This is an optimization exercise on Yosys and OpenROAD, whose aim is small area, a short achievable clock period and few clock cycles per item, not a production implementation. At most, simulation tests tie the RTL to the original design; equivalence was not proved. Power is estimated from default activity; no workload was simulated.

## delta
## pq_engine
module pq_engine (
    input  wire        clk,
    input  wire        rst,
    input  wire        cmd_valid,
    output wire        cmd_ready,
    input  wire [2:0]  cmd_op,
    input  wire [1:0]  cmd_width,    
    input  wire [3:0]  cmd_x,
    input  wire [3:0]  cmd_y,
    input  wire [7:0]  cmd_rows,     
    input  wire        in_valid,
    output wire        in_ready,
    input  wire [63:0] in_data,
    output reg         out_valid,
    input  wire        out_ready,
    output wire [63:0] out_a,
    output wire [63:0] out_b
);
  localparam OP_GEN = 3'd0;
  localparam OP_RDP = 3'd1;
  localparam OP_RDQ = 3'd2;
  localparam OP_RDD = 3'd3;
  localparam OP_RMW = 3'd4;
  localparam OP_CHK = 3'd5;
  function [7:0] xt;             
    input [7:0] v;
    xt = {v[6:0], 1'b0} ^ (v[7] ? 8'h1D : 8'h00);
  endfunction
  function [7:0] xi;             
    input [7:0] v;
    xi = {1'b0, v[7:1]} ^ (v[0] ? 8'h8E : 8'h00);
  endfunction
  reg        c_act;              
  reg [2:0]  c_op;
  reg [3:0]  c_x, c_y, c_dl, c_cnt;
  reg [7:0]  c_rows;             
  reg [1:0]  c_tl, c_p0, c_s0;
  reg [7:0]  c_off, c_tq;        
  reg        c_fa;
  reg        first;              
  reg        last;               
  reg        ll;                 
  reg        upd;                
  reg [3:0]  dl;                 
  reg [1:0]  tix;                
  reg [3:0]  pos;                
  reg [1:0]  s;                  
  reg [7:0]  r;                  
  reg [7:0]  coef;               
  reg        ea;                 
  ...
==> flow/config.mk <==
export PLATFORM = sky130hd
export DESIGN_NAME = pq_engine
export DESIGN_NICKNAME = pq_engine
export VERILOG_FILES = /design/flow/design.v
export SDC_FILE = /design/flow/constraint.sdc
export NUM_CORES = 4
export LEC_CHECK = 0
export CAP_MARGIN = 20
export CORE_MARGIN = 2
export CORE_UTILIZATION = 45
export CTS_BUF_LIST = sky130_fd_sc_hd__clkbuf_8
export SETUP_SLACK_MARGIN = 2.75
export SLEW_MARGIN = 20
==> flow/constraint.sdc <==
create_clock -name core_clock -period 5.5 [get_ports {clk}]
set_input_delay 1.1000 -clock core_clock [delete_from_list [all_inputs] [get_ports {clk}]]
set_output_delay 1.1000 -clock core_clock [all_outputs]
set_load 0.01 [all_outputs]
standard.sh (not shown) runs the stock make flow with config.mk's settings and CLKGATE_MAP_FILE= SYNTH_SCRIPT=/design/flow/synth_recipe.tcl, a recipe that flattens the netlist after the stock synthesis.
==> flow/flow/run.sh <==
#!/bin/bash
# Standard layout, with the port buffers made from buf_2 instead of the
# default delay buffers.
export BUFFER_PORTS_ARGS="-buffer_cell sky130_fd_sc_hd__buf_2"
bash standard.sh > standard.log 2>&1
## Diff of input files: beta against delta
--- a/flow/design.v
+++ b/flow/design.v
@@ -150,22 +150,33 @@
 );
   localparam OP_GEN = 3'd0;
   localparam OP_RDP = 3'd1;
   localparam OP_RDQ = 3'd2;
   localparam OP_RDD = 3'd3;
   localparam OP_RMW = 3'd4;
   localparam OP_CHK = 3'd5;
   function [7:0] xt;             
     input [7:0] v;
     xt = {v[6:0], 1'b0} ^ (v[7] ? 8'h1D : 8'h00);
   endfunction
+  function [1:0] step;
+    input [3:0] p;
+    input       rec, dd;         
+    input [3:0] mx, my;
+    reg         sk1, sk2;
+    begin
+      sk1  = (rec && p + 4'd1 == mx) || (dd && p + 4'd1 == my);
+      sk2  = dd && p + 4'd2 == my;
+      step = !sk1 ? 2'd1 : sk2 ? 2'd3 : 2'd2;
+    end
+  endfunction
   function [7:0] xi;             
     input [7:0] v;
     xi = {1'b0, v[7:1]} ^ (v[0] ? 8'h8E : 8'h00);
   endfunction
   reg        c_act;              
   reg [2:0]  c_op;
   reg [3:0]  c_x, c_y, c_dl, c_cnt;
   reg [7:0]  c_rows;             
   reg [1:0]  c_tl, c_p0, c_s0;
   reg [7:0]  c_off, c_tq;        
   reg        c_fa;
@@ -245,29 +256,23 @@
       end
       OP_CHK: i_tl = 2'd1;
       default: ;
     endcase
   end
   wire       rec   = (c_op == OP_RDP) || (c_op == OP_RDQ) || (c_op == OP_RDD);
   wire [7:0] r1    = xt(r);
   wire [7:0] r2    = xt(r1);
   wire [7:0] r3    = xt(r2);
   wire [3:0] pos_n = pos + {2'b00, s};
   wire [7:0] r_n   = (s == 2'd1) ? r1 : (s == 2'd2) ? r2 : r3;
-  wire       dd    = (c_op == OP_RDD);
-  wire [3:0] xm2 = c_x - 4'd2, xm3 = c_x - 4'd3, xm4 = c_x - 4'd4;
-  wire [3:0] ym2 = c_y - 4'd2, ym3 = c_y - 4'd3, ym4 = c_y - 4'd4, ym5 = c_y - 4'd5;
-  wire [1:0] s_1   = (rec && pos == xm2 || dd && pos == ym2) ? ((dd && pos == ym3) ? 2'd3 : 2'd2) : 2'd1;
-  wire [1:0] s_2   = (rec && pos == xm3 || dd && pos == ym3) ? ((dd && pos == ym4) ? 2'd3 : 2'd2) : 2'd1;
-  wire [1:0] s_3   = (rec && pos == xm4 || dd && pos == ym4) ? ((dd && pos == ym5) ? 2'd3 : 2'd2) : 2'd1;
-  wire [1:0] s_n   = (s == 2'd1) ? s_1 : (s == 2'd2) ? s_2 : s_3;
+  wire [1:0] s_n   = step(pos_n, rec, c_op == OP_RDD, c_x, c_y);
   wire       d_n   = upd && (dl != 4'd0);        
   wire [1:0] t_n   = upd ? 2'd0 : tix + 2'd1;    
   wire       l_n   = d_n ? (dl == 4'd1 && c_op == OP_GEN) : (t_n == c_tl);
   reg [7:0] tr_coef;
   reg       tr_ea;
   always @(*) begin
     tr_coef = c_off;
     tr_ea   = 1'b1;
     case (c_op)
       OP_CHK: begin
         tr_coef = t_n[0] ? c_tq : 8'h00;
## What came out
First-iteration DRC count shrinks by more than a quarter when moving from delta to beta.
Clock power down about 8% in beta wrt delta
Taking delta as 1.0, beta lands at 0.924 on post-DP HPWL.
Compared beta vs delta, and portion of total power attributed to the clock network is down in beta.
Vias per cell delta for beta relative to delta: 4.9% lower
Between beta and delta, it is beta whose area share of buffers outside the clock network is lower, by 1.0 points.
Testbench counts of beta, summed over its fixed seeds: cycles 23,351, rows 2,762.
Only the layout flow was run in delta; the RTL was not checked for function there.

========
Setup of red:
pq_engine, a different RTL version from the one above (not shown whole).
Size: roughly 2700 cells after synthesis, ~210 flip-flops, roughly 20000 µm² of cells after synthesis.
==> flow/config.mk <==
export PLATFORM = sky130hd
export DESIGN_NAME = pq_engine
export DESIGN_NICKNAME = pq_engine
export VERILOG_FILES = /design/flow/design.v
export SDC_FILE = /design/flow/constraint.sdc
export NUM_CORES = 4
export LEC_CHECK = 0
export CAP_MARGIN = 20
export CORE_MARGIN = 2
export CORE_UTILIZATION = 45
export CTS_BUF_LIST = sky130_fd_sc_hd__clkbuf_8
export SETUP_SLACK_MARGIN = 2.75
export SLEW_MARGIN = 20
==> flow/constraint.sdc <==
create_clock -name core_clock -period 5.5 [get_ports {clk}]
set_input_delay 1.1000 -clock core_clock [delete_from_list [all_inputs] [get_ports {clk}]]
set_output_delay 1.1000 -clock core_clock [all_outputs]
set_load 0.01 [all_outputs]
Scripts as last shown in full above: flow/flow/run.sh
The inputs of blue differ from those of red as listed below.
--- a/flow/design.v
+++ b/flow/design.v
@@ -198,48 +198,50 @@
   wire [63:0] prod;
   gf_mul64 u_mul (.a(in_data), .c(coef), .p(prod));
   reg [63:0] acc_a, acc_b;
   assign out_a = acc_a;
   assign out_b = acc_b;
   wire keep = !(beat && first);
   always @(posedge clk) begin
     acc_a <= (acc_a & {64{keep}}) ^ (in_data & {64{beat & ea}})
            ^ (prod & {64{beat & c_fa}});
     acc_b <= (acc_b & {64{keep}}) ^ (prod & {64{beat}});
   end
   wire [7:0] i_gx, i_gnx, i_k1;
+  wire [7:0] i_g4 = (cmd_x[3:2] == 2'd0) ? 8'h01 : (cmd_x[3:2] == 2'd1) ? 8'hD8 :
+                    (cmd_x[3:2] == 2'd2) ? 8'h83 : 8'h7D;
   pq_gpow u_gpow (.x(cmd_x), .gx(i_gx), .gnx(i_gnx));
   pq_k1   u_k1   (.x(cmd_x), .y(cmd_y), .k(i_k1));
   wire [3:0] i_w  = (cmd_width == 2'd0) ? 4'd3 : (cmd_width == 2'd1) ? 4'd7 : 4'd15;
   wire       i_x0 = (cmd_x == 4'd0);
   reg  [3:0] i_dl;               
   reg  [7:0] i_off, i_tq, i_r0, i_c0;
   wire       i_rec = (cmd_op == OP_RDP) || (cmd_op == OP_RDQ) || (cmd_op == OP_RDD);
   wire       i_dd  = (cmd_op == OP_RDD);
   wire [1:0] i_p0  = (i_rec && i_x0) ? ((i_dd && cmd_y == 4'd1) ? 2'd2 : 2'd1) : 2'd0;
   wire [1:0] i_s0  = (i_rec && cmd_x == 4'd1) ? ((i_dd && cmd_y == 4'd2) ? 2'd3 : 2'd2) :
                      (i_dd && i_x0 && cmd_y == 4'd2) ? 2'd2 : 2'd1;
   always @(*) begin
     i_dl  = i_w;
     i_off = 8'h00;
     i_tq  = 8'h01;
     i_r0  = 8'h01;
     i_c0  = 8'h01;
     case (cmd_op)
       OP_RDP: begin
         i_dl  = i_w - 4'd1;
         i_off = 8'h01;
-        i_tq  = i_gnx;
-        i_r0  = i_x0 ? 8'h02 : i_gnx;
-        i_c0  = i_x0 ? 8'h03 : (i_gnx ^ 8'h01);
+        i_tq  = i_g4;                
+        i_r0  = i_x0 ? 8'h02 : i_g4;
+        i_c0  = i_x0 ? 8'h03 : (i_g4 ^ 8'h01);
       end
       OP_RDQ: begin
         i_dl  = i_w - 4'd1;
         i_off = i_gx;
         i_r0  = i_x0 ? 8'h02 : 8'h01;
         i_c0  = i_x0 ? 8'h03 : (i_gx ^ 8'h01);
       end
       OP_RDD: begin              
         i_dl  = i_w - 4'd2;
         i_off = i_k1;
         i_tq  = i_k1;
         i_r0  = i_k1;
@@ -299,25 +301,26 @@
     case (c_op)
       OP_RDP:  c_r0 = c_x0 ? 8'h02 : c_tq;
       OP_RDQ:  c_r0 = c_x0 ? 8'h02 : 8'h01;
       OP_RDD:  c_r0 = !c_x0 ? c_tq : (c_y == 4'd1) ? xt(xt(c_tq)) : xt(c_tq);
       default: c_r0 = 8'h01;
     endcase
   end
   wire [7:0] r_lp = c_x0 ? xt(r) : xi(r);
   wire rowend = beat && last;
   wire c_done = rowend && (c_rows == 8'd0);
   wire again  = rowend && (c_rows != 8'd0);      
   wire act_n  = take || (c_act && !c_done);
-  wire [3:0] cnt_n = take ? ((cmd_op == OP_RDD) ? (i_x0 ? {2'b00, i_p0} : cmd_x) : 4'd0)
+  wire [3:0] cnt_n = take ? ((cmd_op == OP_RDD) ? (i_x0 ? {2'b00, i_p0} : cmd_x) :
+                             (cmd_op == OP_RDP) ? {2'b00, cmd_x[1:0]} : 4'd0)
                           : (c_cnt != 4'd0) ? c_cnt - 4'd1 : 4'd0;
   wire first_n = take || again || (first && !beat);
   wire ov_n    = rowend || (out_valid && !out_ready);
   always @(posedge clk) begin
     if (rst) begin
       c_act     <= 1'b0;
       out_valid <= 1'b0;
       rdy_free  <= 1'b0;
       rdy_wait  <= 1'b0;
       ll        <= 1'b0;
     end else begin
       c_act     <= act_n;
Notes after the runs:
Looking at xor/xnor cell area share of the yosys netlist, blue sits 0.19 points lower than red does. Against red, blue comes in 1.6 points lower on fraction of cell area in non-clock buffers. red was larger in final cell area than blue. Per the comparison of blue with red, total net switching power went down about 9%, aggregate routed wire length went down about 1.3%, headroom to the max-slew limit went up 11 points. Compared with red, blue shows a higher clock period minus final worst setup slack. Clock power: higher on red. Between red and blue, area of combinational cells with multiple inputs decreased. Delta (blue minus red): via count of the first global-routing pass shows an increase of 701; final cell utilization of the core shows a reduction of 1.9 points. [blue] critical path depth fell 1 relative to red. The run with more setup slack is red; blue has less.
No functional check of the RTL was part of any run of this note.

static timing again, ports no longer ideal:
How much do the figures lean on ideal ports? The routed layouts below were timed once more, with nothing changed but the port constraints.
Step 1 assumes that a clkbuf_16 drives the clock port and a buf_2 every other input.
Step 2, shift: input delay + t, output delay - t, t = (earliest + latest rising clock arrival at the registers) / 2. This alone moves slack from input paths to output paths.
Slacks: no drivers / after step 1 / after step 2; pairs: no drivers / after step 1.
run	t, ns	setup slack, ns	worst setup path after step 2	slew at the worst register clock pin (ns)	cell pins on the clock port's net
delta	0.679	2.728 / 2.734 / 2.072	input to register	0.07 / 0.07	1
beta	0.676	2.755 / 2.732 / 2.116	input to register	0.07 / 0.07	1
red	0.692	2.687 / 2.686 / 2.030	input to register	0.07 / 0.07	1
blue	0.657	2.657 / 2.667 / 2.010	input to register	0.07 / 0.07	1
After both steps setup and hold are still met in every run listed. The setup slack of red, which loses most, moves by -0.001 ns with the drivers and by -0.657 ns with both steps.
